Background: an optimization exercise with open tools, aiming at small area and few clock cycles per item. Do not read the settings as production practice. The RTL was checked by simulation tests, not by an equivalence proof against the original design. Power and IR drop assume default switching activity.

File: flow/config.mk
export PLATFORM = sky130hd
export DESIGN_NAME = je_core
export DESIGN_NICKNAME = je_core
export VERILOG_FILES = /design/flow/design.v
export SDC_FILE = /design/flow/constraint.sdc
export NUM_CORES = 4
export LEC_CHECK = 0
export ABC_AREA = 1
export CAP_MARGIN = 20
export CORE_MARGIN = 2
export CORE_UTILIZATION = 70
export CTS_BUF_LIST = sky130_fd_sc_hd__clkbuf_8
export SLEW_MARGIN = 20
File: flow/constraint.sdc
create_clock -name core_clock -period 20.0 [get_ports {clk}]
set_input_delay 4.0000 -clock core_clock [delete_from_list [all_inputs] [get_ports {clk}]]
set_output_delay 4.0000 -clock core_clock [all_outputs]
set_load 0.01 [all_outputs]
File: flow/design.v
module je_core (
    input  wire        clk,
    input  wire        rst,         
    input  wire        in_valid,
    output wire        in_ready,
    input  wire [39:0] in_instr,    
    input  wire [9:0]  in_smp,      
    output reg         res_valid,
    output reg  [29:0] res_val,
    output wire [4:0]  res_flags    
);
    localparam OP_NOP  = 6'h00, OP_END  = 6'h01, OP_LDW  = 6'h02, OP_STW  = 6'h03,
               OP_LDI  = 6'h04, OP_MOV  = 6'h05, OP_ADD  = 6'h06, OP_SUB  = 6'h07,
               OP_ADDS = 6'h08, OP_SUBS = 6'h09, OP_AND  = 6'h0A, OP_OR   = 6'h0B,
               OP_XOR  = 6'h0C, OP_SHL  = 6'h0D, OP_SHR  = 6'h0E, OP_ASR  = 6'h0F,
               OP_CMP  = 6'h10, OP_MIN  = 6'h11, OP_MAX  = 6'h12, OP_SEL  = 6'h13,
               OP_MUL  = 6'h14, OP_MAC  = 6'h15, OP_ACLR = 6'h16, OP_ASHR = 6'h17,
               OP_AST  = 6'h18;
    localparam K_V = 4'h0, K_W = 4'h1, K_A = 4'h2, K_SMP = 4'h3;
    reg [159:0] v_q;      
    reg [119:0] a_q;      
    reg [639:0] w_q;      
    reg         fz_q, fn_q, fc_q, fv_q, fsat_q;
    reg         ph_q;     
    wire [9:0] s0 = in_instr[9:0];
    wire [9:0] s1 = in_instr[19:10];
    wire [9:0] s2 = in_instr[29:20];
    wire [9:0] s3 = in_instr[39:30];
    wire [5:0] op = rst ? OP_NOP : s0[9:4];
    wire       imm = s0[3];
    wire [2:0] m = s0[2:0];
    wire is_ldw  = (op == OP_LDW);
    wire is_stw  = (op == OP_STW);
    wire is_mac  = (op == OP_MAC);
    wire binop   = (op >= OP_ADD) && (op <= OP_MAC);    
    wire [9:0] qs  = is_stw ? s1 : s3;
    wire [3:0] k2  = s2[9:6];
    wire [3:0] kq  = qs[9:6];
    wire need2 = binop && !imm && (k2 == K_W) && (s3[9:6] == K_W);
    assign in_ready = !(need2 && !ph_q);
    wire go = in_valid && in_ready;
    wire [9:0]  v_p  = v_q[s2[3:0]*10 +: 10];
    wire [9:0]  v_qq = v_q[qs[3:0]*10 +: 10];
    wire [29:0] a_p  = a_q[s2[3:2]*30 +: 30];
    wire [29:0] a_qq = a_q[qs[3:2]*30 +: 30];
    wire [29:0] acc_d = a_q[s1[3:2]*30 +: 30];
    wire [29:0] acc_s = a_p;
    function [9:0] lane;
        input [29:0] a;
        input [1:0]  l;
        lane = (l == 2'd0) ? a[9:0] : (l == 2'd1) ? a[19:10] : a[29:20];
    endfunction
    function [12:0] radd12;           
        input [11:0] u, v;
        input        ci;
        reg c; integer k;
        begin
            c = ci;
            for (k = 0; k < 12; k = k + 1) begin
                radd12[k] = u[k] ^ v[k] ^ c;
                c = (u[k] & v[k]) | (c & (u[k] ^ v[k]));
            end
            radd12[12] = c;
        end
    endfunction
    function [30:0] radd30;           
        input [29:0] u, v;
        input        ci;
        reg c; integer k;
        begin
            c = ci;
            for (k = 0; k < 30; k = k + 1) begin
                radd30[k] = u[k] ^ v[k] ^ c;
                c = (u[k] & v[k]) | (c & (u[k] ^ v[k]));
            end
            radd30[30] = c;
        end
    endfunction
    function [29:0] rinc30;           
        input [29:0] u;
        input        ci;
        reg c; integer k;
        begin
            c = ci;
            for (k = 0; k < 30; k = k + 1) begin
                rinc30[k] = u[k] ^ c;
                c = u[k] & c;
            end
        end
    endfunction
    wire [5:0] idx   = (k2 == K_V) ? v_p[5:0] : 6'd0;
    wire [12:0] waddr_t = radd12({6'd0, idx}, {6'd0, s3[5:0]}, 1'b0);
    wire [5:0]  waddr   = waddr_t[5:0];
    wire       q_w   = (kq == K_W) && !imm;
    wire [5:0] wra   = is_ldw ? waddr :
                       (q_w && !(need2 && !ph_q)) ? qs[5:0] : s2[5:0];
    wire [9:0] w_rd  = w_q[wra*10 +: 10];
    reg [9:0] opa, qv;
    always @(*) begin
        case (k2)
            K_V:     opa = v_p;
            K_W:     opa = ph_q ? res_val[9:0] : w_rd;    
            K_A:     opa = lane(a_p, s2[1:0]);
            K_SMP:   opa = in_smp;
            default: opa = 10'd0;
        endcase
        case (kq)
            K_V:     qv = v_qq;
            K_W:     qv = w_rd;
            K_A:     qv = lane(a_qq, qs[1:0]);
            K_SMP:   qv = in_smp;
            default: qv = 10'd0;
        endcase
    end
    wire [9:0] opb  = imm ? s3 : qv;
    wire [9:0] src1 = qv;
    reg cond_true;
    always @(*) begin
        case (s1[9:6])
            4'h0: cond_true = 1'b1;
            4'h1: cond_true = fz_q;
            4'h2: cond_true = !fz_q;
            4'h3: cond_true = fc_q;
            4'h4: cond_true = !fc_q;
            4'h5: cond_true = fn_q;
            4'h6: cond_true = !fn_q;
            4'h7: cond_true = fv_q;
            4'h8: cond_true = !fv_q;
            4'h9: cond_true = fc_q && !fz_q;
            4'hA: cond_true = !fc_q || fz_q;
            4'hB: cond_true = (fn_q == fv_q);
            4'hC: cond_true = (fn_q != fv_q);
            4'hD: cond_true = !fz_q && (fn_q == fv_q);
            4'hE: cond_true = fz_q || (fn_q != fv_q);
            default: cond_true = fsat_q;
        endcase
    end
    wire        u_mod = m[0];
    wire        satop = (op == OP_ADDS) || (op == OP_SUBS);
    wire        mmop  = (op == OP_MIN) || (op == OP_MAX);
    wire        sx    = (satop || mmop) && !u_mod;           
    wire        sub   = (op == OP_SUB) || (op == OP_CMP) || (op == OP_SUBS) || mmop;
    wire [11:0] ea    = {{2{sx & opa[9]}}, opa};
    wire [11:0] eb    = {{2{sx & opb[9]}}, opb} ^ {12{sub}};
    wire [12:0] t_c   = radd12(ea, eb, sub);
    wire [11:0] t     = t_c[11:0];
    wire [9:0]  r10   = t[9:0];
    wire        lt    = t[11];                                
    reg  [9:0]  sat_r;
    reg         sat_v;
    always @(*) begin
        if (u_mod) begin
            if (t[11])          begin sat_r = 10'd0;    sat_v = 1'b1; end
            else if (t[10])     begin sat_r = 10'h3FF;  sat_v = 1'b1; end
            else                begin sat_r = r10;      sat_v = 1'b0; end
        end else begin
            if (t[11] && !(t[10] && t[9]))      begin sat_r = 10'h200; sat_v = 1'b1; end
            else if (!t[11] && (t[10] || t[9])) begin sat_r = 10'h1FF; sat_v = 1'b1; end
            else                                begin sat_r = r10;     sat_v = 1'b0; end
        end
    end
    wire        is_shl = (op == OP_SHL);
    wire        is_asr = (op == OP_ASR);
    wire [9:0]  a_rev  = {opa[0], opa[1], opa[2], opa[3], opa[4], opa[5], opa[6], opa[7], opa[8], opa[9]};
    wire [9:0]  sh_in  = is_shl ? a_rev : opa;
    wire        sh_fill = is_asr & opa[9];
    wire [3:0]  sh_n   = (|opb[9:4]) ? 4'd15 : opb[3:0];
    wire [10:0] sh_y;                  
    wire [9:0]  sh_yr  = sh_y[10:1];
    wire [9:0]  sh_r   = is_shl ? {sh_yr[0], sh_yr[1], sh_yr[2], sh_yr[3], sh_yr[4], sh_yr[5], sh_yr[6], sh_yr[7], sh_yr[8], sh_yr[9]} : sh_yr;
    wire        sh_c   = sh_y[0];
    wire [1:0]  mode = m[1:0];
    wire        msa  = (mode != 2'b01) & opa[9];
    wire        msb  = (mode == 2'b00) & opb[9];
    wire [10:0] mx = {msa, opa};
    wire [10:0] my = {msb, opb};
    wire [30:0] mt_acc = is_mac ? {acc_d[29], acc_d} : 31'd0;
    wire [30:0] mt_ra, mt_rb;
    wire mt_pp0_0 = mx[0] & my[0];
    wire mt_pp0_1 = mx[0] & my[1];
    wire mt_pp0_2 = mx[0] & my[2];
    wire mt_pp0_3 = mx[0] & my[3];
    wire mt_pp0_4 = mx[0] & my[4];
    wire mt_pp0_5 = mx[0] & my[5];
    wire mt_pp0_6 = mx[0] & my[6];
    wire mt_pp0_7 = mx[0] & my[7];
    wire mt_pp0_8 = mx[0] & my[8];
    wire mt_pp0_9 = mx[0] & my[9];
    wire mt_pp0_10 = ~(mx[0] & my[10]);
    wire mt_pp1_0 = mx[1] & my[0];
    wire mt_pp1_1 = mx[1] & my[1];
    wire mt_pp1_2 = mx[1] & my[2];
    wire mt_pp1_3 = mx[1] & my[3];
    wire mt_pp1_4 = mx[1] & my[4];
    wire mt_pp1_5 = mx[1] & my[5];
    wire mt_pp1_6 = mx[1] & my[6];
    wire mt_pp1_7 = mx[1] & my[7];
    wire mt_pp1_8 = mx[1] & my[8];
    wire mt_pp1_9 = mx[1] & my[9];
    wire mt_pp1_10 = ~(mx[1] & my[10]);
    wire mt_pp2_0 = mx[2] & my[0];
    wire mt_pp2_1 = mx[2] & my[1];
    wire mt_pp2_2 = mx[2] & my[2];
    wire mt_pp2_3 = mx[2] & my[3];
    wire mt_pp2_4 = mx[2] & my[4];
    wire mt_pp2_5 = mx[2] & my[5];
    wire mt_pp2_6 = mx[2] & my[6];
    wire mt_pp2_7 = mx[2] & my[7];
    wire mt_pp2_8 = mx[2] & my[8];
    wire mt_pp2_9 = mx[2] & my[9];
    wire mt_pp2_10 = ~(mx[2] & my[10]);
    wire mt_pp3_0 = mx[3] & my[0];
    wire mt_pp3_1 = mx[3] & my[1];
    wire mt_pp3_2 = mx[3] & my[2];
    wire mt_pp3_3 = mx[3] & my[3];
    wire mt_pp3_4 = mx[3] & my[4];
    wire mt_pp3_5 = mx[3] & my[5];
    wire mt_pp3_6 = mx[3] & my[6];
    wire mt_pp3_7 = mx[3] & my[7];
    wire mt_pp3_8 = mx[3] & my[8];
    wire mt_pp3_9 = mx[3] & my[9];
    wire mt_pp3_10 = ~(mx[3] & my[10]);
    wire mt_pp4_0 = mx[4] & my[0];
    wire mt_pp4_1 = mx[4] & my[1];
    wire mt_pp4_2 = mx[4] & my[2];
    wire mt_pp4_3 = mx[4] & my[3];
    wire mt_pp4_4 = mx[4] & my[4];
    wire mt_pp4_5 = mx[4] & my[5];
    wire mt_pp4_6 = mx[4] & my[6];
    wire mt_pp4_7 = mx[4] & my[7];
    wire mt_pp4_8 = mx[4] & my[8];
    wire mt_pp4_9 = mx[4] & my[9];
    wire mt_pp4_10 = ~(mx[4] & my[10]);
    wire mt_pp5_0 = mx[5] & my[0];
    wire mt_pp5_1 = mx[5] & my[1];
    wire mt_pp5_2 = mx[5] & my[2];
    wire mt_pp5_3 = mx[5] & my[3];
    wire mt_pp5_4 = mx[5] & my[4];
    wire mt_pp5_5 = mx[5] & my[5];
    wire mt_pp5_6 = mx[5] & my[6];
    wire mt_pp5_7 = mx[5] & my[7];
    wire mt_pp5_8 = mx[5] & my[8];
    wire mt_pp5_9 = mx[5] & my[9];
    wire mt_pp5_10 = ~(mx[5] & my[10]);
    wire mt_pp6_0 = mx[6] & my[0];
    wire mt_pp6_1 = mx[6] & my[1];
    wire mt_pp6_2 = mx[6] & my[2];
    wire mt_pp6_3 = mx[6] & my[3];
    wire mt_pp6_4 = mx[6] & my[4];
    wire mt_pp6_5 = mx[6] & my[5];
    wire mt_pp6_6 = mx[6] & my[6];
    wire mt_pp6_7 = mx[6] & my[7];
    wire mt_pp6_8 = mx[6] & my[8];
    wire mt_pp6_9 = mx[6] & my[9];
    wire mt_pp6_10 = ~(mx[6] & my[10]);
    wire mt_pp7_0 = mx[7] & my[0];
    wire mt_pp7_1 = mx[7] & my[1];
    wire mt_pp7_2 = mx[7] & my[2];
    wire mt_pp7_3 = mx[7] & my[3];
    wire mt_pp7_4 = mx[7] & my[4];
    wire mt_pp7_5 = mx[7] & my[5];
    wire mt_pp7_6 = mx[7] & my[6];
    wire mt_pp7_7 = mx[7] & my[7];
    wire mt_pp7_8 = mx[7] & my[8];
    wire mt_pp7_9 = mx[7] & my[9];
    wire mt_pp7_10 = ~(mx[7] & my[10]);
    wire mt_pp8_0 = mx[8] & my[0];
    wire mt_pp8_1 = mx[8] & my[1];
    wire mt_pp8_2 = mx[8] & my[2];
    wire mt_pp8_3 = mx[8] & my[3];
    wire mt_pp8_4 = mx[8] & my[4];
    wire mt_pp8_5 = mx[8] & my[5];
    wire mt_pp8_6 = mx[8] & my[6];
    wire mt_pp8_7 = mx[8] & my[7];
    wire mt_pp8_8 = mx[8] & my[8];
    wire mt_pp8_9 = mx[8] & my[9];
    wire mt_pp8_10 = ~(mx[8] & my[10]);
    wire mt_pp9_0 = mx[9] & my[0];
    wire mt_pp9_1 = mx[9] & my[1];
    wire mt_pp9_2 = mx[9] & my[2];
    wire mt_pp9_3 = mx[9] & my[3];
    wire mt_pp9_4 = mx[9] & my[4];
    wire mt_pp9_5 = mx[9] & my[5];
    wire mt_pp9_6 = mx[9] & my[6];
    wire mt_pp9_7 = mx[9] & my[7];
    wire mt_pp9_8 = mx[9] & my[8];
    wire mt_pp9_9 = mx[9] & my[9];
    wire mt_pp9_10 = ~(mx[9] & my[10]);
    wire mt_pp10_0 = ~(mx[10] & my[0]);
    wire mt_pp10_1 = ~(mx[10] & my[1]);
    wire mt_pp10_2 = ~(mx[10] & my[2]);
    wire mt_pp10_3 = ~(mx[10] & my[3]);
    wire mt_pp10_4 = ~(mx[10] & my[4]);
    wire mt_pp10_5 = ~(mx[10] & my[5]);
    wire mt_pp10_6 = ~(mx[10] & my[6]);
    wire mt_pp10_7 = ~(mx[10] & my[7]);
    wire mt_pp10_8 = ~(mx[10] & my[8]);
    wire mt_pp10_9 = ~(mx[10] & my[9]);
    wire mt_pp10_10 = mx[10] & my[10];
    wire mt_s0 = mt_acc[8] ^ mt_pp8_0;
    wire mt_c0 = mt_acc[8] & mt_pp8_0;
    wire mt_s1 = mt_acc[9] ^ mt_pp9_0 ^ mt_pp8_1;
    wire mt_c1 = (mt_acc[9] & mt_pp9_0) | (mt_acc[9] & mt_pp8_1) | (mt_pp9_0 & mt_pp8_1);
    wire mt_s2 = mt_pp7_2 ^ mt_pp6_3;
    wire mt_c2 = mt_pp7_2 & mt_pp6_3;
    wire mt_s3 = mt_acc[10] ^ mt_pp10_0 ^ mt_pp9_1;
    wire mt_c3 = (mt_acc[10] & mt_pp10_0) | (mt_acc[10] & mt_pp9_1) | (mt_pp10_0 & mt_pp9_1);
    wire mt_s4 = mt_pp8_2 ^ mt_pp7_3 ^ mt_pp6_4;
    wire mt_c4 = (mt_pp8_2 & mt_pp7_3) | (mt_pp8_2 & mt_pp6_4) | (mt_pp7_3 & mt_pp6_4);
    wire mt_s5 = mt_pp5_5 ^ mt_pp4_6;
    wire mt_c5 = mt_pp5_5 & mt_pp4_6;
    wire mt_s6 = 1'b1 ^ mt_acc[11] ^ mt_pp10_1;
    wire mt_c6 = (1'b1 & mt_acc[11]) | (1'b1 & mt_pp10_1) | (mt_acc[11] & mt_pp10_1);
    wire mt_s7 = mt_pp9_2 ^ mt_pp8_3 ^ mt_pp7_4;
    wire mt_c7 = (mt_pp9_2 & mt_pp8_3) | (mt_pp9_2 & mt_pp7_4) | (mt_pp8_3 & mt_pp7_4);
    wire mt_s8 = mt_pp6_5 ^ mt_pp5_6 ^ mt_pp4_7;
    wire mt_c8 = (mt_pp6_5 & mt_pp5_6) | (mt_pp6_5 & mt_pp4_7) | (mt_pp5_6 & mt_pp4_7);
    wire mt_s9 = mt_acc[12] ^ mt_pp10_2 ^ mt_pp9_3;
    wire mt_c9 = (mt_acc[12] & mt_pp10_2) | (mt_acc[12] & mt_pp9_3) | (mt_pp10_2 & mt_pp9_3);
    wire mt_s10 = mt_pp8_4 ^ mt_pp7_5 ^ mt_pp6_6;
    wire mt_c10 = (mt_pp8_4 & mt_pp7_5) | (mt_pp8_4 & mt_pp6_6) | (mt_pp7_5 & mt_pp6_6);
    wire mt_s11 = mt_acc[13] ^ mt_pp10_3 ^ mt_pp9_4;
    wire mt_c11 = (mt_acc[13] & mt_pp10_3) | (mt_acc[13] & mt_pp9_4) | (mt_pp10_3 & mt_pp9_4);
    wire mt_s12 = mt_acc[5] ^ mt_pp5_0;
    wire mt_c12 = mt_acc[5] & mt_pp5_0;
    wire mt_s13 = mt_acc[6] ^ mt_pp6_0 ^ mt_pp5_1;
    wire mt_c13 = (mt_acc[6] & mt_pp6_0) | (mt_acc[6] & mt_pp5_1) | (mt_pp6_0 & mt_pp5_1);
    wire mt_s14 = mt_pp4_2 ^ mt_pp3_3;
    wire mt_c14 = mt_pp4_2 & mt_pp3_3;
    wire mt_s15 = mt_acc[7] ^ mt_pp7_0 ^ mt_pp6_1;
    wire mt_c15 = (mt_acc[7] & mt_pp7_0) | (mt_acc[7] & mt_pp6_1) | (mt_pp7_0 & mt_pp6_1);
    wire mt_s16 = mt_pp5_2 ^ mt_pp4_3 ^ mt_pp3_4;
    wire mt_c16 = (mt_pp5_2 & mt_pp4_3) | (mt_pp5_2 & mt_pp3_4) | (mt_pp4_3 & mt_pp3_4);
    wire mt_s17 = mt_pp2_5 ^ mt_pp1_6;
    wire mt_c17 = mt_pp2_5 & mt_pp1_6;
    wire mt_s18 = mt_pp7_1 ^ mt_pp6_2 ^ mt_pp5_3;
    wire mt_c18 = (mt_pp7_1 & mt_pp6_2) | (mt_pp7_1 & mt_pp5_3) | (mt_pp6_2 & mt_pp5_3);
    wire mt_s19 = mt_pp4_4 ^ mt_pp3_5 ^ mt_pp2_6;
    wire mt_c19 = (mt_pp4_4 & mt_pp3_5) | (mt_pp4_4 & mt_pp2_6) | (mt_pp3_5 & mt_pp2_6);
    wire mt_s20 = mt_pp1_7 ^ mt_pp0_8 ^ mt_s0;
    wire mt_c20 = (mt_pp1_7 & mt_pp0_8) | (mt_pp1_7 & mt_s0) | (mt_pp0_8 & mt_s0);
    wire mt_s21 = mt_pp5_4 ^ mt_pp4_5 ^ mt_pp3_6;
    wire mt_c21 = (mt_pp5_4 & mt_pp4_5) | (mt_pp5_4 & mt_pp3_6) | (mt_pp4_5 & mt_pp3_6);
    wire mt_s22 = mt_pp2_7 ^ mt_pp1_8 ^ mt_pp0_9;
    wire mt_c22 = (mt_pp2_7 & mt_pp1_8) | (mt_pp2_7 & mt_pp0_9) | (mt_pp1_8 & mt_pp0_9);
    wire mt_s23 = mt_s2 ^ mt_s1 ^ mt_c0;
    wire mt_c23 = (mt_s2 & mt_s1) | (mt_s2 & mt_c0) | (mt_s1 & mt_c0);
    wire mt_s24 = mt_pp3_7 ^ mt_pp2_8 ^ mt_pp1_9;
    wire mt_c24 = (mt_pp3_7 & mt_pp2_8) | (mt_pp3_7 & mt_pp1_9) | (mt_pp2_8 & mt_pp1_9);
    wire mt_s25 = mt_pp0_10 ^ mt_s5 ^ mt_s4;
    wire mt_c25 = (mt_pp0_10 & mt_s5) | (mt_pp0_10 & mt_s4) | (mt_s5 & mt_s4);
    wire mt_s26 = mt_s3 ^ mt_c2 ^ mt_c1;
    wire mt_c26 = (mt_s3 & mt_c2) | (mt_s3 & mt_c1) | (mt_c2 & mt_c1);
    wire mt_s27 = mt_pp3_8 ^ mt_pp2_9 ^ mt_pp1_10;
    wire mt_c27 = (mt_pp3_8 & mt_pp2_9) | (mt_pp3_8 & mt_pp1_10) | (mt_pp2_9 & mt_pp1_10);
    wire mt_s28 = mt_s8 ^ mt_s7 ^ mt_s6;
    wire mt_c28 = (mt_s8 & mt_s7) | (mt_s8 & mt_s6) | (mt_s7 & mt_s6);
    wire mt_s29 = mt_c5 ^ mt_c4 ^ mt_c3;
    wire mt_c29 = (mt_c5 & mt_c4) | (mt_c5 & mt_c3) | (mt_c4 & mt_c3);
    wire mt_s30 = mt_pp5_7 ^ mt_pp4_8 ^ mt_pp3_9;
    wire mt_c30 = (mt_pp5_7 & mt_pp4_8) | (mt_pp5_7 & mt_pp3_9) | (mt_pp4_8 & mt_pp3_9);
    wire mt_s31 = mt_pp2_10 ^ mt_s10 ^ mt_s9;
    wire mt_c31 = (mt_pp2_10 & mt_s10) | (mt_pp2_10 & mt_s9) | (mt_s10 & mt_s9);
    wire mt_s32 = mt_c8 ^ mt_c7 ^ mt_c6;
    wire mt_c32 = (mt_c8 & mt_c7) | (mt_c8 & mt_c6) | (mt_c7 & mt_c6);
    wire mt_s33 = mt_pp8_5 ^ mt_pp7_6 ^ mt_pp6_7;
    wire mt_c33 = (mt_pp8_5 & mt_pp7_6) | (mt_pp8_5 & mt_pp6_7) | (mt_pp7_6 & mt_pp6_7);
    wire mt_s34 = mt_pp5_8 ^ mt_pp4_9 ^ mt_pp3_10;
    wire mt_c34 = (mt_pp5_8 & mt_pp4_9) | (mt_pp5_8 & mt_pp3_10) | (mt_pp4_9 & mt_pp3_10);
    wire mt_s35 = mt_s11 ^ mt_c10 ^ mt_c9;
    wire mt_c35 = (mt_s11 & mt_c10) | (mt_s11 & mt_c9) | (mt_c10 & mt_c9);
    wire mt_s36 = mt_acc[14] ^ mt_pp10_4 ^ mt_pp9_5;
    wire mt_c36 = (mt_acc[14] & mt_pp10_4) | (mt_acc[14] & mt_pp9_5) | (mt_pp10_4 & mt_pp9_5);
    wire mt_s37 = mt_pp8_6 ^ mt_pp7_7 ^ mt_pp6_8;
    wire mt_c37 = (mt_pp8_6 & mt_pp7_7) | (mt_pp8_6 & mt_pp6_8) | (mt_pp7_7 & mt_pp6_8);
    wire mt_s38 = mt_pp5_9 ^ mt_pp4_10 ^ mt_c11;
    wire mt_c38 = (mt_pp5_9 & mt_pp4_10) | (mt_pp5_9 & mt_c11) | (mt_pp4_10 & mt_c11);
    wire mt_s39 = mt_acc[15] ^ mt_pp10_5 ^ mt_pp9_6;
    wire mt_c39 = (mt_acc[15] & mt_pp10_5) | (mt_acc[15] & mt_pp9_6) | (mt_pp10_5 & mt_pp9_6);
    wire mt_s40 = mt_pp8_7 ^ mt_pp7_8 ^ mt_pp6_9;
    wire mt_c40 = (mt_pp8_7 & mt_pp7_8) | (mt_pp8_7 & mt_pp6_9) | (mt_pp7_8 & mt_pp6_9);
    wire mt_s41 = mt_acc[16] ^ mt_pp10_6 ^ mt_pp9_7;
    wire mt_c41 = (mt_acc[16] & mt_pp10_6) | (mt_acc[16] & mt_pp9_7) | (mt_pp10_6 & mt_pp9_7);
    wire mt_s42 = mt_acc[3] ^ mt_pp3_0;
    wire mt_c42 = mt_acc[3] & mt_pp3_0;
    wire mt_s43 = mt_acc[4] ^ mt_pp4_0 ^ mt_pp3_1;
    wire mt_c43 = (mt_acc[4] & mt_pp4_0) | (mt_acc[4] & mt_pp3_1) | (mt_pp4_0 & mt_pp3_1);
    wire mt_s44 = mt_pp2_2 ^ mt_pp1_3;
    wire mt_c44 = mt_pp2_2 & mt_pp1_3;
    wire mt_s45 = mt_pp4_1 ^ mt_pp3_2 ^ mt_pp2_3;
    wire mt_c45 = (mt_pp4_1 & mt_pp3_2) | (mt_pp4_1 & mt_pp2_3) | (mt_pp3_2 & mt_pp2_3);
    wire mt_s46 = mt_pp1_4 ^ mt_pp0_5 ^ mt_s12;
    wire mt_c46 = (mt_pp1_4 & mt_pp0_5) | (mt_pp1_4 & mt_s12) | (mt_pp0_5 & mt_s12);
    wire mt_s47 = mt_pp2_4 ^ mt_pp1_5 ^ mt_pp0_6;
    wire mt_c47 = (mt_pp2_4 & mt_pp1_5) | (mt_pp2_4 & mt_pp0_6) | (mt_pp1_5 & mt_pp0_6);
    wire mt_s48 = mt_s14 ^ mt_s13 ^ mt_c12;
    wire mt_c48 = (mt_s14 & mt_s13) | (mt_s14 & mt_c12) | (mt_s13 & mt_c12);
    wire mt_s49 = mt_pp0_7 ^ mt_s17 ^ mt_s16;
    wire mt_c49 = (mt_pp0_7 & mt_s17) | (mt_pp0_7 & mt_s16) | (mt_s17 & mt_s16);
    wire mt_s50 = mt_s15 ^ mt_c14 ^ mt_c13;
    wire mt_c50 = (mt_s15 & mt_c14) | (mt_s15 & mt_c13) | (mt_c14 & mt_c13);
    wire mt_s51 = mt_s20 ^ mt_s19 ^ mt_s18;
    wire mt_c51 = (mt_s20 & mt_s19) | (mt_s20 & mt_s18) | (mt_s19 & mt_s18);
    wire mt_s52 = mt_c17 ^ mt_c16 ^ mt_c15;
    wire mt_c52 = (mt_c17 & mt_c16) | (mt_c17 & mt_c15) | (mt_c16 & mt_c15);
    wire mt_s53 = mt_s23 ^ mt_s22 ^ mt_s21;
    wire mt_c53 = (mt_s23 & mt_s22) | (mt_s23 & mt_s21) | (mt_s22 & mt_s21);
    wire mt_s54 = mt_c20 ^ mt_c19 ^ mt_c18;
    wire mt_c54 = (mt_c20 & mt_c19) | (mt_c20 & mt_c18) | (mt_c19 & mt_c18);
    wire mt_s55 = mt_s26 ^ mt_s25 ^ mt_s24;
    wire mt_c55 = (mt_s26 & mt_s25) | (mt_s26 & mt_s24) | (mt_s25 & mt_s24);
    wire mt_s56 = mt_c23 ^ mt_c22 ^ mt_c21;
    wire mt_c56 = (mt_c23 & mt_c22) | (mt_c23 & mt_c21) | (mt_c22 & mt_c21);
    wire mt_s57 = mt_s29 ^ mt_s28 ^ mt_s27;
    wire mt_c57 = (mt_s29 & mt_s28) | (mt_s29 & mt_s27) | (mt_s28 & mt_s27);
    wire mt_s58 = mt_c26 ^ mt_c25 ^ mt_c24;
    wire mt_c58 = (mt_c26 & mt_c25) | (mt_c26 & mt_c24) | (mt_c25 & mt_c24);
    wire mt_s59 = mt_s32 ^ mt_s31 ^ mt_s30;
    wire mt_c59 = (mt_s32 & mt_s31) | (mt_s32 & mt_s30) | (mt_s31 & mt_s30);
    wire mt_s60 = mt_c29 ^ mt_c28 ^ mt_c27;
    wire mt_c60 = (mt_c29 & mt_c28) | (mt_c29 & mt_c27) | (mt_c28 & mt_c27);
    wire mt_s61 = mt_s35 ^ mt_s34 ^ mt_s33;
    wire mt_c61 = (mt_s35 & mt_s34) | (mt_s35 & mt_s33) | (mt_s34 & mt_s33);
    wire mt_s62 = mt_c32 ^ mt_c31 ^ mt_c30;
    wire mt_c62 = (mt_c32 & mt_c31) | (mt_c32 & mt_c30) | (mt_c31 & mt_c30);
    wire mt_s63 = mt_s38 ^ mt_s37 ^ mt_s36;
    wire mt_c63 = (mt_s38 & mt_s37) | (mt_s38 & mt_s36) | (mt_s37 & mt_s36);
    wire mt_s64 = mt_c35 ^ mt_c34 ^ mt_c33;
    wire mt_c64 = (mt_c35 & mt_c34) | (mt_c35 & mt_c33) | (mt_c34 & mt_c33);
    wire mt_s65 = mt_pp5_10 ^ mt_s40 ^ mt_s39;
    wire mt_c65 = (mt_pp5_10 & mt_s40) | (mt_pp5_10 & mt_s39) | (mt_s40 & mt_s39);
    wire mt_s66 = mt_c38 ^ mt_c37 ^ mt_c36;
    wire mt_c66 = (mt_c38 & mt_c37) | (mt_c38 & mt_c36) | (mt_c37 & mt_c36);
    wire mt_s67 = mt_pp8_8 ^ mt_pp7_9 ^ mt_pp6_10;
    wire mt_c67 = (mt_pp8_8 & mt_pp7_9) | (mt_pp8_8 & mt_pp6_10) | (mt_pp7_9 & mt_pp6_10);
    wire mt_s68 = mt_s41 ^ mt_c40 ^ mt_c39;
    wire mt_c68 = (mt_s41 & mt_c40) | (mt_s41 & mt_c39) | (mt_c40 & mt_c39);
    wire mt_s69 = mt_acc[17] ^ mt_pp10_7 ^ mt_pp9_8;
    wire mt_c69 = (mt_acc[17] & mt_pp10_7) | (mt_acc[17] & mt_pp9_8) | (mt_pp10_7 & mt_pp9_8);
    wire mt_s70 = mt_pp8_9 ^ mt_pp7_10 ^ mt_c41;
    wire mt_c70 = (mt_pp8_9 & mt_pp7_10) | (mt_pp8_9 & mt_c41) | (mt_pp7_10 & mt_c41);
    wire mt_s71 = mt_acc[18] ^ mt_pp10_8 ^ mt_pp9_9;
    wire mt_c71 = (mt_acc[18] & mt_pp10_8) | (mt_acc[18] & mt_pp9_9) | (mt_pp10_8 & mt_pp9_9);
    wire mt_s72 = mt_acc[2] ^ mt_pp2_0;
    wire mt_c72 = mt_acc[2] & mt_pp2_0;
    wire mt_s73 = mt_pp2_1 ^ mt_pp1_2 ^ mt_pp0_3;
    wire mt_c73 = (mt_pp2_1 & mt_pp1_2) | (mt_pp2_1 & mt_pp0_3) | (mt_pp1_2 & mt_pp0_3);
    wire mt_s74 = mt_pp0_4 ^ mt_s44 ^ mt_s43;
    wire mt_c74 = (mt_pp0_4 & mt_s44) | (mt_pp0_4 & mt_s43) | (mt_s44 & mt_s43);
    wire mt_s75 = mt_s46 ^ mt_s45 ^ mt_c44;
    wire mt_c75 = (mt_s46 & mt_s45) | (mt_s46 & mt_c44) | (mt_s45 & mt_c44);
    wire mt_s76 = mt_s48 ^ mt_s47 ^ mt_c46;
    wire mt_c76 = (mt_s48 & mt_s47) | (mt_s48 & mt_c46) | (mt_s47 & mt_c46);
    wire mt_s77 = mt_s50 ^ mt_s49 ^ mt_c48;
    wire mt_c77 = (mt_s50 & mt_s49) | (mt_s50 & mt_c48) | (mt_s49 & mt_c48);
    wire mt_s78 = mt_s52 ^ mt_s51 ^ mt_c50;
    wire mt_c78 = (mt_s52 & mt_s51) | (mt_s52 & mt_c50) | (mt_s51 & mt_c50);
    wire mt_s79 = mt_s54 ^ mt_s53 ^ mt_c52;
    wire mt_c79 = (mt_s54 & mt_s53) | (mt_s54 & mt_c52) | (mt_s53 & mt_c52);
    wire mt_s80 = mt_s56 ^ mt_s55 ^ mt_c54;
    wire mt_c80 = (mt_s56 & mt_s55) | (mt_s56 & mt_c54) | (mt_s55 & mt_c54);
    wire mt_s81 = mt_s58 ^ mt_s57 ^ mt_c56;
    wire mt_c81 = (mt_s58 & mt_s57) | (mt_s58 & mt_c56) | (mt_s57 & mt_c56);
    wire mt_s82 = mt_s60 ^ mt_s59 ^ mt_c58;
    wire mt_c82 = (mt_s60 & mt_s59) | (mt_s60 & mt_c58) | (mt_s59 & mt_c58);
    wire mt_s83 = mt_s62 ^ mt_s61 ^ mt_c60;
    wire mt_c83 = (mt_s62 & mt_s61) | (mt_s62 & mt_c60) | (mt_s61 & mt_c60);
    wire mt_s84 = mt_s64 ^ mt_s63 ^ mt_c62;
    wire mt_c84 = (mt_s64 & mt_s63) | (mt_s64 & mt_c62) | (mt_s63 & mt_c62);
    wire mt_s85 = mt_s66 ^ mt_s65 ^ mt_c64;
    wire mt_c85 = (mt_s66 & mt_s65) | (mt_s66 & mt_c64) | (mt_s65 & mt_c64);
    wire mt_s86 = mt_s68 ^ mt_s67 ^ mt_c66;
    wire mt_c86 = (mt_s68 & mt_s67) | (mt_s68 & mt_c66) | (mt_s67 & mt_c66);
    wire mt_s87 = mt_s70 ^ mt_s69 ^ mt_c68;
    wire mt_c87 = (mt_s70 & mt_s69) | (mt_s70 & mt_c68) | (mt_s69 & mt_c68);
    wire mt_s88 = mt_pp8_10 ^ mt_s71 ^ mt_c70;
    wire mt_c88 = (mt_pp8_10 & mt_s71) | (mt_pp8_10 & mt_c70) | (mt_s71 & mt_c70);
    wire mt_s89 = mt_acc[19] ^ mt_pp10_9 ^ mt_pp9_10;
    wire mt_c89 = (mt_acc[19] & mt_pp10_9) | (mt_acc[19] & mt_pp9_10) | (mt_pp10_9 & mt_pp9_10);
    wire mt_s90 = mt_acc[1] ^ mt_pp1_0;
    wire mt_c90 = mt_acc[1] & mt_pp1_0;
    wire mt_s91 = mt_pp1_1 ^ mt_pp0_2 ^ mt_s72;
    wire mt_c91 = (mt_pp1_1 & mt_pp0_2) | (mt_pp1_1 & mt_s72) | (mt_pp0_2 & mt_s72);
    wire mt_s92 = mt_s42 ^ mt_s73 ^ mt_c72;
    wire mt_c92 = (mt_s42 & mt_s73) | (mt_s42 & mt_c72) | (mt_s73 & mt_c72);
    wire mt_s93 = mt_c42 ^ mt_s74 ^ mt_c73;
    wire mt_c93 = (mt_c42 & mt_s74) | (mt_c42 & mt_c73) | (mt_s74 & mt_c73);
    wire mt_s94 = mt_c43 ^ mt_s75 ^ mt_c74;
    wire mt_c94 = (mt_c43 & mt_s75) | (mt_c43 & mt_c74) | (mt_s75 & mt_c74);
    wire mt_s95 = mt_c45 ^ mt_s76 ^ mt_c75;
    wire mt_c95 = (mt_c45 & mt_s76) | (mt_c45 & mt_c75) | (mt_s76 & mt_c75);
    wire mt_s96 = mt_c47 ^ mt_s77 ^ mt_c76;
    wire mt_c96 = (mt_c47 & mt_s77) | (mt_c47 & mt_c76) | (mt_s77 & mt_c76);
    wire mt_s97 = mt_c49 ^ mt_s78 ^ mt_c77;
    wire mt_c97 = (mt_c49 & mt_s78) | (mt_c49 & mt_c77) | (mt_s78 & mt_c77);
    wire mt_s98 = mt_c51 ^ mt_s79 ^ mt_c78;
    wire mt_c98 = (mt_c51 & mt_s79) | (mt_c51 & mt_c78) | (mt_s79 & mt_c78);
    wire mt_s99 = mt_c53 ^ mt_s80 ^ mt_c79;
    wire mt_c99 = (mt_c53 & mt_s80) | (mt_c53 & mt_c79) | (mt_s80 & mt_c79);
    wire mt_s100 = mt_c55 ^ mt_s81 ^ mt_c80;
    wire mt_c100 = (mt_c55 & mt_s81) | (mt_c55 & mt_c80) | (mt_s81 & mt_c80);
    wire mt_s101 = mt_c57 ^ mt_s82 ^ mt_c81;
    wire mt_c101 = (mt_c57 & mt_s82) | (mt_c57 & mt_c81) | (mt_s82 & mt_c81);
    wire mt_s102 = mt_c59 ^ mt_s83 ^ mt_c82;
    wire mt_c102 = (mt_c59 & mt_s83) | (mt_c59 & mt_c82) | (mt_s83 & mt_c82);
    wire mt_s103 = mt_c61 ^ mt_s84 ^ mt_c83;
    wire mt_c103 = (mt_c61 & mt_s84) | (mt_c61 & mt_c83) | (mt_s84 & mt_c83);
    wire mt_s104 = mt_c63 ^ mt_s85 ^ mt_c84;
    wire mt_c104 = (mt_c63 & mt_s85) | (mt_c63 & mt_c84) | (mt_s85 & mt_c84);
    wire mt_s105 = mt_c65 ^ mt_s86 ^ mt_c85;
    wire mt_c105 = (mt_c65 & mt_s86) | (mt_c65 & mt_c85) | (mt_s86 & mt_c85);
    wire mt_s106 = mt_c67 ^ mt_s87 ^ mt_c86;
    wire mt_c106 = (mt_c67 & mt_s87) | (mt_c67 & mt_c86) | (mt_s87 & mt_c86);
    wire mt_s107 = mt_c69 ^ mt_s88 ^ mt_c87;
    wire mt_c107 = (mt_c69 & mt_s88) | (mt_c69 & mt_c87) | (mt_s88 & mt_c87);
    wire mt_s108 = mt_c71 ^ mt_s89 ^ mt_c88;
    wire mt_c108 = (mt_c71 & mt_s89) | (mt_c71 & mt_c88) | (mt_s89 & mt_c88);
    wire mt_s109 = mt_acc[20] ^ mt_pp10_10 ^ mt_c89;
    wire mt_c109 = (mt_acc[20] & mt_pp10_10) | (mt_acc[20] & mt_c89) | (mt_pp10_10 & mt_c89);
    wire mt_s110 = 1'b1 ^ mt_acc[21];
    wire mt_c110 = 1'b1 & mt_acc[21];
    wire mt_s111 = 1'b1 ^ mt_acc[22];
    wire mt_c111 = 1'b1 & mt_acc[22];
    wire mt_s112 = 1'b1 ^ mt_acc[23];
    wire mt_c112 = 1'b1 & mt_acc[23];
    wire mt_s113 = 1'b1 ^ mt_acc[24];
    wire mt_c113 = 1'b1 & mt_acc[24];
    wire mt_s114 = 1'b1 ^ mt_acc[25];
    wire mt_c114 = 1'b1 & mt_acc[25];
    wire mt_s115 = 1'b1 ^ mt_acc[26];
    wire mt_c115 = 1'b1 & mt_acc[26];
    wire mt_s116 = 1'b1 ^ mt_acc[27];
    wire mt_c116 = 1'b1 & mt_acc[27];
    wire mt_s117 = 1'b1 ^ mt_acc[28];
    wire mt_c117 = 1'b1 & mt_acc[28];
    wire mt_s118 = 1'b1 ^ mt_acc[29];
    wire mt_c118 = 1'b1 & mt_acc[29];
    wire mt_s119 = 1'b1 ^ mt_acc[30];
    wire mt_c119 = 1'b1 & mt_acc[30];
    assign mt_ra = {mt_c118, mt_c117, mt_c116, mt_c115, mt_c114, mt_c113, mt_c112, mt_c111, mt_c110, mt_c109, mt_c108, mt_c107, mt_c106, mt_c105, mt_c104, mt_c103, mt_c102, mt_c101, mt_c100, mt_c99, mt_c98, mt_c97, mt_c96, mt_c95, mt_c94, mt_c93, mt_c92, mt_c91, mt_c90, mt_s90, mt_pp0_0};
    assign mt_rb = {mt_s119, mt_s118, mt_s117, mt_s116, mt_s115, mt_s114, mt_s113, mt_s112, mt_s111, mt_s110, mt_s109, mt_s108, mt_s107, mt_s106, mt_s105, mt_s104, mt_s103, mt_s102, mt_s101, mt_s100, mt_s99, mt_s98, mt_s97, mt_s96, mt_s95, mt_s94, mt_s93, mt_s92, mt_s91, mt_pp0_1, mt_acc[0]};
    function [31:0] rblk;             
        input [30:0] u, v;
        input integer lo, hi;
        reg c; integer k;
        begin
            rblk = 32'd0; c = 1'b0;
            for (k = lo; k <= hi; k = k + 1) begin
                rblk[k] = u[k] ^ v[k] ^ c;
                c = (u[k] & v[k]) | (c & (u[k] ^ v[k]));
            end
            rblk[31] = c;
        end
    endfunction
    function [31:0] iblk;             
        input [31:0] x;
        input integer lo, hi;
        reg c; integer k;
        begin
            iblk = x; c = 1'b1;
            for (k = lo; k <= hi; k = k + 1) begin
                iblk[k] = x[k] ^ c;
                c = x[k] & c;
            end
            iblk[31] = x[31] | c;
        end
    endfunction
    wire [31:0] cs_b0  = rblk(mt_ra, mt_rb, 0, 7);
    wire [31:0] cs_b1  = rblk(mt_ra, mt_rb, 8, 15);
    wire [31:0] cs_b1i = iblk(cs_b1, 8, 15);
    wire [31:0] cs_b2  = rblk(mt_ra, mt_rb, 16, 23);
    wire [31:0] cs_b2i = iblk(cs_b2, 16, 23);
    wire [31:0] cs_b3  = rblk(mt_ra, mt_rb, 24, 30);
    wire [31:0] cs_b3i = iblk(cs_b3, 24, 30);
    wire        cs_c8  = cs_b0[31];
    wire        cs_c16 = cs_c8  ? cs_b1i[31] : cs_b1[31];
    wire        cs_c24 = cs_c16 ? cs_b2i[31] : cs_b2[31];
    wire [30:0] mac_c  = {cs_c24 ? cs_b3i[30:24] : cs_b3[30:24],
                          cs_c16 ? cs_b2i[23:16] : cs_b2[23:16],
                          cs_c8  ? cs_b1i[15:8]  : cs_b1[15:8],
                          cs_b0[7:0]};
    wire [29:0] prod30 = mac_c[29:0];           
    wire        mac_hi = !mac_c[30] && mac_c[29];
    wire        mac_lo = mac_c[30] && !mac_c[29];
    wire [29:0] mac_t  = mac_c[29:0];
    wire [29:0] mac_r  = mac_hi ? 30'h1FFFFFFF : mac_lo ? 30'h20000000 : mac_t[29:0];
    wire [4:0]  ashr_k = ((|opb[9:5]) || (opb[4:0] > 5'd28)) ? 5'd29 : opb[4:0];
    wire        is_ashr = (op == OP_ASHR);
    wire [4:0]  sh_amt = is_ashr ? ashr_k : {1'b0, sh_n};
    wire [30:0] sh_src = is_ashr ? {acc_d, 1'b0} : {sh_in, 21'd0};
    wire        sh_f   = is_ashr ? acc_d[29] : sh_fill;
    wire [61:0] sh_e   = {{31{sh_f}}, sh_src};
    wire [30:0] ashr_s = sh_e[sh_amt +: 31];
    assign      sh_y   = ashr_s[30:20];
    wire [29:0] ashr_r = rinc30(ashr_s[30:1], m[0] & ashr_s[0]);
    reg  [9:0]  ast_r;
    reg         ast_v;
    always @(*) begin
        if (u_mod) begin
            if (acc_s[29])                         begin ast_r = 10'd0;      ast_v = 1'b1; end
            else if (acc_s[28:10] != 19'd0)        begin ast_r = 10'd1023;   ast_v = 1'b1; end
            else                                   begin ast_r = acc_s[9:0]; ast_v = 1'b0; end
        end else begin
            if (acc_s[29] && !(&acc_s[28:9]))      begin ast_r = 10'h200;    ast_v = 1'b1; end
            else if (!acc_s[29] && (|acc_s[28:9])) begin ast_r = 10'h1FF;    ast_v = 1'b1; end
            else                                   begin ast_r = acc_s[9:0]; ast_v = 1'b0; end
        end
    end
    wire [29:0] ldi_r = u_mod ? {10'd0, s2, s3} : {{10{s2[9]}}, s2, s3};
    reg        wr_v, wr_a, wr_w, end_visit;
    reg        sw_a, sw_b, sw_w, sw_add, sw_and, sw_xor, sw_sh, sw_ast;
    reg        sa_mm, sa_ldi, sa_ashr;
    reg        nz_w, nz_a;
    reg        c_wr, v_wr;
    reg        c_new, v_new;
    reg        sat_or;
    always @(*) begin
        wr_v = 1'b0; wr_a = 1'b0; wr_w = 1'b0; end_visit = 1'b0;
        sw_a = 1'b0; sw_b = 1'b0; sw_w = 1'b0; sw_add = 1'b0;
        sw_and = 1'b0; sw_xor = 1'b0; sw_sh = 1'b0; sw_ast = 1'b0;
        sa_mm = 1'b0; sa_ldi = 1'b0; sa_ashr = 1'b0;
        nz_w = 1'b0; nz_a = 1'b0;
        c_wr = 1'b0; v_wr = 1'b0; c_new = 1'b0; v_new = 1'b0;
        sat_or = 1'b0;
        case (op)
            OP_END:  end_visit = 1'b1;
            OP_LDW:  begin wr_v = 1'b1; sw_w = 1'b1; nz_w = 1'b1; end
            OP_STW:  begin wr_w = 1'b1; sw_b = 1'b1; end         
            OP_LDI:  begin wr_a = 1'b1; sa_ldi = 1'b1; end
            OP_MOV:  begin wr_v = 1'b1; sw_b = 1'b1; nz_w = 1'b1; end
            OP_ADD:  begin
                wr_v = 1'b1; sw_add = 1'b1; nz_w = 1'b1;
                c_wr = 1'b1; c_new = t[10];
                v_wr = 1'b1; v_new = (opa[9] == opb[9]) && (r10[9] != opa[9]);
            end
            OP_SUB, OP_CMP: begin
                wr_v = (op == OP_SUB); sw_add = 1'b1; nz_w = 1'b1;
                c_wr = 1'b1; c_new = !lt;
                v_wr = 1'b1; v_new = (opa[9] != opb[9]) && (r10[9] != opa[9]);
            end
            OP_ADDS, OP_SUBS: begin
                wr_v = 1'b1; sw_add = 1'b1; nz_w = 1'b1;
                c_wr = 1'b1; v_wr = 1'b1; v_new = sat_v; sat_or = 1'b1;
            end
            OP_AND:  begin wr_v = 1'b1; sw_and = 1'b1; nz_w = 1'b1; c_wr = 1'b1; v_wr = 1'b1; end
            OP_OR:   begin wr_v = 1'b1; sw_and = 1'b1; sw_xor = 1'b1; nz_w = 1'b1; c_wr = 1'b1; v_wr = 1'b1; end
            OP_XOR:  begin wr_v = 1'b1; sw_xor = 1'b1; nz_w = 1'b1; c_wr = 1'b1; v_wr = 1'b1; end
            OP_SHL, OP_SHR, OP_ASR: begin
                wr_v = 1'b1; sw_sh = 1'b1; nz_w = 1'b1; c_wr = 1'b1; c_new = sh_c; v_wr = 1'b1;
            end
            OP_MIN:  begin wr_v = 1'b1; sw_a = lt; sw_b = !lt; nz_w = 1'b1; c_wr = 1'b1; v_wr = 1'b1; end
            OP_MAX:  begin wr_v = 1'b1; sw_a = !lt; sw_b = lt; nz_w = 1'b1; c_wr = 1'b1; v_wr = 1'b1; end
            OP_SEL:  begin wr_v = 1'b1; sw_a = cond_true; sw_b = !cond_true; end
            OP_MUL:  begin wr_a = 1'b1; sa_mm = 1'b1; nz_a = 1'b1; end
            OP_MAC:  begin
                wr_a = 1'b1; sa_mm = 1'b1; nz_a = 1'b1;
                v_wr = 1'b1; v_new = mac_hi || mac_lo; sat_or = 1'b1;
            end
            OP_ACLR: begin wr_a = 1'b1; end
            OP_ASHR: begin wr_a = 1'b1; sa_ashr = 1'b1; nz_a = 1'b1; end
            OP_AST:  begin
                wr_v = 1'b1; sw_ast = 1'b1; nz_w = 1'b1;
                v_wr = 1'b1; v_new = ast_v; sat_or = 1'b1;
            end
            default: ;
        endcase
    end
    wire [9:0]  add_w  = satop ? sat_r : r10;
    wire [9:0]  word_r = ({10{sw_a}}   & opa) |
                         ({10{sw_b}}   & opb) |
                         ({10{sw_w}}   & w_rd) |
                         ({10{sw_add}} & add_w) |
                         ({10{sw_and}} & (opa & opb)) |
                         ({10{sw_xor}} & (opa ^ opb)) |
                         ({10{sw_sh}}  & sh_r) |
                         ({10{sw_ast}} & ast_r);
    wire [29:0] acc_r  = ({30{sa_mm}}   & mac_r) |
                         ({30{sa_ldi}}  & ldi_r) |
                         ({30{sa_ashr}} & ashr_r);
    wire [29:0] any_r  = {acc_r[29:10], acc_r[9:0] | word_r};
    wire fz_n   = end_visit ? 1'b0 : (nz_w || nz_a) ? (any_r == 30'd0) : fz_q;
    wire fn_n   = end_visit ? 1'b0 : nz_w ? word_r[9] : nz_a ? acc_r[29] : fn_q;
    wire fc_n   = end_visit ? 1'b0 : c_wr ? c_new : fc_q;
    wire fv_n   = end_visit ? 1'b0 : v_wr ? v_new : fv_q;
    wire fsat_n = end_visit ? 1'b0 : fsat_q | (sat_or & v_new);
    wire        clr_va = rst || (go && end_visit);
    wire [9:0]  vdat   = word_r;       
    wire [29:0] adat   = acc_r;
    wire [9:0]  wdat   = word_r;
    genvar gi;
    generate
        for (gi = 0; gi < 16; gi = gi + 1) begin : g_v
            always @(posedge clk)
                if (clr_va || (go && wr_v && s1[3:0] == gi))
                    v_q[gi*10 +: 10] <= vdat;
        end
        for (gi = 0; gi < 4; gi = gi + 1) begin : g_a
            always @(posedge clk)
                if (clr_va || (go && wr_a && s1[3:2] == gi))
                    a_q[gi*30 +: 30] <= adat;
        end
        for (gi = 0; gi < 64; gi = gi + 1) begin : g_w
            always @(posedge clk)
                if (rst || (go && wr_w && waddr == gi))
                    w_q[gi*10 +: 10] <= wdat;
        end
    endgenerate
    always @(posedge clk) begin
        if (rst) begin
            fz_q   <= 1'b0;
            fn_q   <= 1'b0;
            fc_q   <= 1'b0;
            fv_q   <= 1'b0;
            fsat_q <= 1'b0;
        end else if (go) begin
            fz_q   <= fz_n;
            fn_q   <= fn_n;
            fc_q   <= fc_n;
            fv_q   <= fv_n;
            fsat_q <= fsat_n;
        end
    end
    assign res_flags = {fsat_q, fv_q, fc_q, fn_q, fz_q};
    always @(posedge clk) begin
        if (rst) ph_q <= 1'b0;
        else     ph_q <= in_valid && need2 && !ph_q;
    end
    always @(posedge clk) begin
        res_valid <= !rst && go;
        res_val   <= {acc_r[29:10], (need2 && !ph_q) ? w_rd : (acc_r[9:0] | (word_r & {10{op != OP_CMP}}))};
    end
endmodule
File: flow/run.sh
#!/bin/bash
# synth_recipe.tcl (not shown) runs the flow's synth.tcl, then flattens the netlist and writes it again
# the make line also repeats each setting of config.mk as NAME=value (left out here)
make -C /OpenROAD-flow-scripts/flow DESIGN_CONFIG=/design/flow/config.mk WORK_HOME=/design/flow/orfs CLKGATE_MAP_FILE= SYNTH_SCRIPT=/design/flow/synth_recipe.tcl finish
==> run notes, run 1 <==
## Final layout
* Synth-to-Final Area Change: 10.6%
* post-route cell area: 57,800 sq um
* post-layout net count: 5,814
* fraction of final layout cells with drive strength greater than 1: 9.89%

## Pwr
* Sw Share: 32.9%
* clock share of power: 29.6%
* pwr/cell area: 93.5 nW/um^2
* internal power: 3.62 mW
* Sw Pwr: 1.77 mW
* proportion of power drawn by combinational gates: 23.2%
* maximum vdd drop: 91.0 uV
* Leakage Power: 23.2 nW
* Flop pwr share: 47.2%

## Synth
* Synthesized Nets: 5,678
* Synth Instances: 5,410
* top area cells in the synthesized netlist: sky130_fd_sc_hd__edfxtp_1 53%, sky130_fd_sc_hd__nand2_1 9.3%, sky130_fd_sc_hd__nand3_1 8.0%
* Post-synth EDFFs: 920
* primary flip-flop cell chosen by synthesis mapping: sky130_fd_sc_hd__edfxtp_1
* number of register bits inferred by synthesis: 957
* warnings from Yosys: 1
* part of the Yosys area used for sequential elements: 54.3%
* fraction of registers with async set or reset after synthesis: 0%
* cell taking the most area after synthesis: sky130_fd_sc_hd__edfxtp_1
* number of distinct library cells after synthesis: 65
* Synth Area per Inst: 9.66 sq um
* share of the synthesized area in the top cell type: 52.9%
* synthesized area: 52,200 sq um

## Floorplanning
* Initial Util: 70.4%
* area enclosed by the die boundary: 76,800 sq um
* die height: 277 um
* core box area: 74,200 sq um
* Die X-Extent: 277 um
* Rows: 100
* I/O pin count: 90

## Critical path
* type of origin of the critical path: input port
* data required time of the worst path: 20.73 ns
* endpoint class of the critical path: register
* Slowest-stage cell, CP: sky130_fd_sc_hd__fa_1
* signal arrival time at the worst endpoint: 20.11 ns
* cell repeated most along the worst path: sky130_fd_sc_hd__fa_1
* delay of the slowest cell on the worst path: 0.56 ns
* Worst Path Max Fanout: 24
* crit path kind: input port to register

## STA
* pins over their slew limit: 0
* clock period minus worst slack: 19.38 ns
* transition time at the pin with the least slew margin: 1.34 ns
* Hold Fails Final Rpt: 0
* unrepaired setup endpoints after global routing: false
* final critical-path setup slack: 0.623 ns
* maximum clock rate: 0.0516 GHz
* final setup vio count: 0
* tightest hold margin: 0.509 ns
* worst-case headroom to the max-slew limit: 10.4%
* post-route clock skew: 0.0577 ns
* Final period util: 96.9%

## Global routing
* pin count of the biggest net entering global routing: 101
* number of antenna violations at the first check in global routing: 10
* global-route wire length before repair: 263 mm
* number of global-route vias before repair: 42,400
* All-Layer GR Usage: 46.2%
* GR Overflow Total: 0

## Clock network
* # clock sinks: 957
* clock tree from TritonCTS: yes
* worst skew pair latency: 0.85 ns
* count of H-tree levels built during CTS: 4
* maximum buffer depth of the clock tree: 3
* Hold Buf Count CTS: 0
* CTS Root Cell: sky130_fd_sc_hd__clkbuf_8
* CTS buffer count: 149
* clock-pin slew on the worst setup and hold paths: 0.06 ns

## Route
* Avg WL per Cell: 26.9 um
* violation count after the first detailed-route iteration: 9,627
* vias: 45,700
* number of iterations in the first detailed-routing pass: 12
* vias per std cell: 6.88
* post-route antenna net violation count: 0
* Final Routed Wirelength: 178 mm
* remaining routing DRC violations: 0

## Placed design
* final RePlAce weighted congestion: 1.07
* HPWL after DPL: 120 mm
* Port-buffer cells: 88
* pre-CTS worst setup slack: -0.0599 ns
* Area after DPL: 54,700 sq um

## Status
* outcome: no timing/DRC/antenna violations

## Flow run
* maximum capacitance violations: 0

## Min path
* Hold Path Class: register to register

power by group through the flow:
| stage | clock network, mW | registers [mW] | logic, mW |
|---|---|---|---|
| floorplan | 0 | 2.56 | 0.732 |
| global placement | 0 | 2.57 | 1.16 |
| detailed placement | 0 | 2.58 | 1.19 |
| CTS | 1.59 | 2.54 | 1.20 |
| global route | 1.68 | 2.56 | 1.34 |
| finish | 1.60 | 2.55 | 1.25 |
through the flow:
stage          util [%]  total power, mW  setup TNS, ns  cells
6_report           77.8             5.40              0   6639
5_1_grt            77.8             5.58              0   6635
4_1_cts            77.6             5.32              0   6626
3_5_place_dp       73.8             3.77        -0.0599   6356
3_3_place_gp       73.7             3.73              0   6356
2_1_floorplan         -             3.29              0   5410
cell usage in the layout, fill, tap and decap left out, types with 15 or more instances in the layout:
cell type / n
sky130_fd_sc_hd__a21oi_1: 158
sky130_fd_sc_hd__a221oi_1: 64
sky130_fd_sc_hd__a31oi_1: 26
sky130_fd_sc_hd__buf_12: 18
sky130_fd_sc_hd__buf_4: 217
sky130_fd_sc_hd__clkbuf_8: 153
sky130_fd_sc_hd__clkdlybuf4s50_1: 85
sky130_fd_sc_hd__clkinv_1: 44
sky130_fd_sc_hd__clkinv_2: 17
sky130_fd_sc_hd__dfxtp_1: 37
sky130_fd_sc_hd__edfxtp_1: 920
sky130_fd_sc_hd__fa_1: 139
sky130_fd_sc_hd__ha_1: 76
sky130_fd_sc_hd__inv_1: 430
sky130_fd_sc_hd__inv_2: 31
sky130_fd_sc_hd__nand2_1: 1291
sky130_fd_sc_hd__nand2_2: 23
sky130_fd_sc_hd__nand3_1: 830
sky130_fd_sc_hd__nand3_2: 22
sky130_fd_sc_hd__nand4_1: 15
sky130_fd_sc_hd__nor2_1: 306
sky130_fd_sc_hd__nor3_1: 23
sky130_fd_sc_hd__o211ai_1: 84
sky130_fd_sc_hd__o21ai_0: 344
sky130_fd_sc_hd__o221ai_1: 71
sky130_fd_sc_hd__o22ai_1: 42
critical path: cells and delay by family:
kind / cells / cell delay (ns)
AND/OR/NAND/NOR: 19 / 3.05
XOR/XNOR: 2 / 0.46
buffers and inverters: 15 / 2.69
adder cells (fa/ha/maj): 19 / 7.83
AO/OA/AOI/OAI: 9 / 2.04
cells by family after synthesis:
logic type      synth area share, %
fa+ha+maj                      7.15
xor+xnor                      0.235
simple gates                   21.2
compound gates                 10.7
buf+inv                        6.45
flops                          54.3
final cells by class:
type	count	area [sq um]
inverters	426	1610
multi-input cells	3689	20800
repair buffers	323	2890
clock buffers	153	2110
well taps	969	1210
flip-flops and latches	957	28400
clock inverters	117	764
fillers	4693	16400
diodes	5	12.5
worst paths after layout:
path / start / end / slack [ns] / depth (start not counted)
max: in_instr[20] / fz_q / 0.62 / 64
min reg2reg: fz_q / fz_q / 0.51 / 2
max reg2reg: v_q[100] / fz_q / 4.34 / 61
min: fz_q / fz_q / 0.51 / 2
synthesized netlist by cell type (5+ instances only):
master	instances
sky130_fd_sc_hd__clkbuf_1	140
sky130_fd_sc_hd__inv_1	388
sky130_fd_sc_hd__nand2_4	5
sky130_fd_sc_hd__or2_2	5
sky130_fd_sc_hd__xor2_1	13
sky130_fd_sc_hd__buf_6	20
sky130_fd_sc_hd__inv_2	23
sky130_fd_sc_hd__a31oi_1	26
sky130_fd_sc_hd__a211oi_1	11
sky130_fd_sc_hd__nor3_1	23
sky130_fd_sc_hd__o221ai_1	71
sky130_fd_sc_hd__ha_1	76
sky130_fd_sc_hd__o211ai_1	84
sky130_fd_sc_hd__a221o_1	8
sky130_fd_sc_hd__o22ai_1	42
sky130_fd_sc_hd__o32ai_1	7
sky130_fd_sc_hd__nand3_1	831
sky130_fd_sc_hd__a221oi_1	64
sky130_fd_sc_hd__nand2_1	1296
sky130_fd_sc_hd__o31ai_1	17
sky130_fd_sc_hd__buf_1	30
sky130_fd_sc_hd__o21ai_1	16
sky130_fd_sc_hd__o21a_1	8
sky130_fd_sc_hd__clkinv_1	14
sky130_fd_sc_hd__edfxtp_1	920
sky130_fd_sc_hd__and3_1	7
sky130_fd_sc_hd__nand3_2	23
sky130_fd_sc_hd__a21oi_1	161
sky130_fd_sc_hd__a22oi_1	8
sky130_fd_sc_hd__buf_2	88
sky130_fd_sc_hd__o21ai_0	349
sky130_fd_sc_hd__fa_1	139
sky130_fd_sc_hd__buf_4	58
sky130_fd_sc_hd__nand2_2	22
sky130_fd_sc_hd__nor2_1	309
sky130_fd_sc_hd__nand4_1	15
sky130_fd_sc_hd__nor4_1	9
sky130_fd_sc_hd__dfxtp_1	37
what timing repair did:
action                                  in CTS  in global routing
endpoints found under the setup margin       0                  1
buffers inserted                             0                  6
hold endpoints to repair                     0                  0
resized for setup                            0                  8
layer usage:
layer | GRT usage, % | part of all wire (%) | vias to the layer above
met2 | 67.2 | 43 | 4330
met4 | 24.1 | 6.6 | 10
met1 | 62.7 | 34 | 21200
li1 | - | - | 19300
met3 | 14.6 | 17 | 848
met5 | 0 | 0.038 | -
flip-flops by register name (all words and copies together) (netlist names):
signal	count
fn_q	1
fv_q	1
a_q	120
res_val	30
fsat_q	1
res_valid	1
fc_q	1
fz_q	1
w_q	640
ph_q	1
v_q	160
Testbench counts, summed over its fixed seeds: cycles 24,284, items 24,000.
==> inputs of run 2 (changes only) <==
--- a/flow/design.v
+++ b/flow/design.v
@@ -90,6 +90,23 @@
     endfunction
     wire [5:0] idx   = (k2 == K_V) ? v_p[5:0] : 6'd0;
-    wire [12:0] waddr_t = radd12({6'd0, idx}, {6'd0, s3[5:0]}, 1'b0);
-    wire [5:0]  waddr   = waddr_t[5:0];
+    function [5:0] cla6;
+        input [5:0] u, v;
+        reg [5:0] g, pr, c;
+        reg       t;
+        integer i, j, k;
+        begin
+            g = u & v; pr = u ^ v;
+            for (i = 0; i < 6; i = i + 1) begin
+                c[i] = 1'b0;
+                for (j = 0; j < i; j = j + 1) begin
+                    t = g[j];
+                    for (k = j + 1; k < i; k = k + 1) t = t & pr[k];
+                    c[i] = c[i] | t;
+                end
+            end
+            cla6 = pr ^ c;
+        end
+    endfunction
+    wire [5:0]  waddr   = cla6(idx, s3[5:0]);
     wire       q_w   = (kq == K_W) && !imm;
     wire [5:0] wra   = is_ldw ? waddr :
@@ -580,4 +597,8 @@
                           cs_c8  ? cs_b1i[15:8]  : cs_b1[15:8],
                           cs_b0[7:0]};
+    wire        mac_z  = ~|cs_b0[7:0] &
+                         (cs_c8  ? ~|cs_b1i[15:8]  : ~|cs_b1[15:8]) &
+                         (cs_c16 ? ~|cs_b2i[23:16] : ~|cs_b2[23:16]) &
+                         (cs_c24 ? ~|cs_b3i[30:24] : ~|cs_b3[30:24]);
     wire [29:0] prod30 = mac_c[29:0];           
     wire        mac_hi = !mac_c[30] && mac_c[29];
@@ -675,9 +696,11 @@
                          ({10{sw_sh}}  & sh_r) |
                          ({10{sw_ast}} & ast_r);
+    wire [29:0] acc_o  = ({30{sa_ldi}}  & ldi_r) |
+                         ({30{sa_ashr}} & ashr_r);
     wire [29:0] acc_r  = ({30{sa_mm}}   & mac_r) |
                          ({30{sa_ldi}}  & ldi_r) |
                          ({30{sa_ashr}} & ashr_r);
-    wire [29:0] any_r  = {acc_r[29:10], acc_r[9:0] | word_r};
-    wire fz_n   = end_visit ? 1'b0 : (nz_w || nz_a) ? (any_r == 30'd0) : fz_q;
+    wire [29:0] any_r  = {acc_o[29:10], acc_o[9:0] | word_r};
+    wire fz_n   = end_visit ? 1'b0 : (nz_w || nz_a) ? ((any_r == 30'd0) && (!sa_mm || mac_z)) : fz_q;
     wire fn_n   = end_visit ? 1'b0 : nz_w ? word_r[9] : nz_a ? acc_r[29] : fn_q;
     wire fc_n   = end_visit ? 1'b0 : c_wr ? c_new : fc_q;
==> run notes, run 2 <==
## Min path
* Hold Path Class: register to register
* number of cells on the worst hold path: 2, unchanged

## Synth
* primary flip-flop cell chosen by synthesis mapping: sky130_fd_sc_hd__edfxtp_1
* number of register bits inferred by synthesis: 957, unchanged
* share of the synthesized area in the top cell type: 52.7%, -0.16 points
* Synthesized Nets: 5,774, +1.7%
* synthesized area: 52,400 sq um, +0.31%
* most common library cells after synthesis: 1,315 x sky130_fd_sc_hd__nand2_1, 920 x sky130_fd_sc_hd__edfxtp_1, 860 x sky130_fd_sc_hd__nand3_1
* warnings from Yosys: 1, unchanged
* Synth Area per Inst: 9.53 sq um, -1.3%
* Synth Instances: 5,498, +1.6%
* Post-synth EDFFs: 920, unchanged
* fraction of registers with async set or reset after synthesis: 0%, unchanged
* cell taking the most area after synthesis: sky130_fd_sc_hd__edfxtp_1

## Final layout
* final non-filler cell total: 6,685, +0.69%
* post-layout net count: 5,876, +1.1%
* largest registers: w_q x640, v_q x160, a_q x120
* utilization of the core after routing: 77.6%, -0.20 points
* commonest cells after routing, fill and taps aside: 1,311 x sky130_fd_sc_hd__nand2_1, 920 x sky130_fd_sc_hd__edfxtp_1, 853 x sky130_fd_sc_hd__nand3_1
* most common library cell in the layout ignoring fill and taps: sky130_fd_sc_hd__nand2_1
* post-route cell area: 57,700 sq um, about the same
* fraction of final layout cells with drive strength greater than 1: 8.54%, -1.3 points
* Fill cells: 4,647, -0.98%
* Multi-input gate area: 21,000 sq um, +1.1%
* Synth-to-Final Area Change: 10.1%

## STA
* Hold Fails Final Rpt: 0, unchanged
* clock period minus worst slack: 19.51 ns, +0.134 ns
* maximum clock rate: 0.0513 GHz, -0.69%
* unrepaired setup endpoints after global routing: false
* worst-case headroom to the max-slew limit: 20.1%, +9.7 points
* transition time at the pin with the least slew margin: 1.20 ns, -0.145 ns
* post-route clock skew: 0.0656 ns, +0.00791 ns
* setup tns final: 0 ns, unchanged
* final setup vio count: 0, unchanged

## Floorplanning
* Rows: 100, unchanged
* I/O pin count: 90, unchanged
* die height: 278 um, +0.15%
* Initial Util: 70.5%, +0.10 points
* Die X-Extent: 278 um, +0.15%

## Clock network
* worst skew pair latency: 0.87 ns, +0.02 ns
* clock-pin slew on the worst setup and hold paths: 0.06 ns, about the same
* clock tree from TritonCTS: yes
* # clock sinks: 957, unchanged
* count of cells resized by post-cts repair: 0, unchanged
* Hold Buf Count CTS: 0, unchanged
* CTS Root Cell: sky130_fd_sc_hd__clkbuf_8
* count of H-tree levels built during CTS: 4, unchanged

## Status
* outcome: no timing/DRC/antenna violations

## Route
* Avg WL per Cell: 27.5 um, +2.5%
* vias per std cell: 6.99, +1.6%
* remaining routing DRC violations: 0, unchanged
* number of iterations in the first detailed-routing pass: 9, -3
* vias: 46,700, +2.3%

## Placed design
* number of placed cells counting well taps: 6,418, +0.98%
* HPWL after DPL: 122 mm, +1.6%
* Area after DPL: 54,800 sq um, +0.14%
* Port-buffer cells: 88, unchanged

## Critical path
* crit path kind: input port to register
* endpoint class of the critical path: register
* Slowest-stage cell, CP: sky130_fd_sc_hd__clkdlybuf4s50_1
* Worst Path Max Fanout: 55, +130%
* depth of the worst register-to-register path: 70, +15%
* type of origin of the critical path: input port
* delay of the slowest cell on the worst path: 0.78 ns, +0.22 ns

## Flow run
* maximum capacitance violations: 0, unchanged

## Global routing
* GR Overflow Total: 0, unchanged
* global-route wire length before repair: 270 mm, +2.9%
* pin count of the biggest net entering global routing: 83, -18%
* number of antenna violations at the first check in global routing: 8, -2
* All-Layer GR Usage: 47.3%, +1.2 points

## Pwr
* Leakage Power: 23.1 nW, -0.24%

[run 2: logic make-up after synthesis]
kind of cell	Yosys count	share of synthesized area, %
compound gates	923	10.9
xor+xnor	14	0.234
fa+ha+maj	223	7.27
buf+inv	798	6.39
flops	957	54.1
mux	2	0.0382
simple gates	2581	21.1
[run 2: through the flow]
stage,setup slack [ns],power [mW]
2_1_floorplan,3.93,3.41
4_1_cts,0.975,5.45
3_5_place_dp,0.203,3.89
6_report,0.489,5.53
3_3_place_gp,0.441,3.85
5_1_grt,0.204,5.70
[run 2: area by class of cell]
cell class	instances	share of cell area [%]
antenna	5	0.0217
sequential	957	49.2
tap	969	2.10
clock buffer	155	3.70
inverter	466	3.04
timing repair buffer	286	4.45
clock inverter	104	1.12
multi-input combinational	3743	36.4
[run 2: power breakdown]
part | switching, mW | total (mW) | internal (mW)
sequential | 0.0937 | 2.61 | 2.51
clock | 0.825 | 1.59 | 0.764
combinational | 0.947 | 1.34 | 0.391
total | 1.87 | 5.53 | 3.67
[run 2: worst max-delay path, delay by kind of cell]
family / cells / cell delay [ns]
buf+inv: 7 / 2.32
simple gates: 28 / 4.91
compound gates: 9 / 2.17
fa+ha+maj: 31 / 6.79
[run 2: final timing paths]
kind,from,slack [ns],end
worst max-delay path,in_instr[21],0.49,fz_q
worst min-delay path,fz_q,0.50,fz_q
worst min register to register,fz_q,0.50,fz_q
worst max register to register,v_q[40],4.65,fz_q
[run 2: per-layer routing]
layer,global-route usage (%),wire length [um],share of wire [%]
met1,63.3,61900,34
met2,69.1,78400,43
met3,16.3,31700,17
met4,24.2,12100,6.6
met5,0,48,0.026
Testbench counts of run 2, summed over its fixed seeds: cycles 24,284, items 24,000.

Setup slack of run 2, layout unchanged: 0.489 ns with ideal ports, 0.532 ns with driving cells assumed (clock clkbuf_16, inputs buf_2), -0.375 ns with port delays also shifted by the 0.907 ns mid clock arrival.
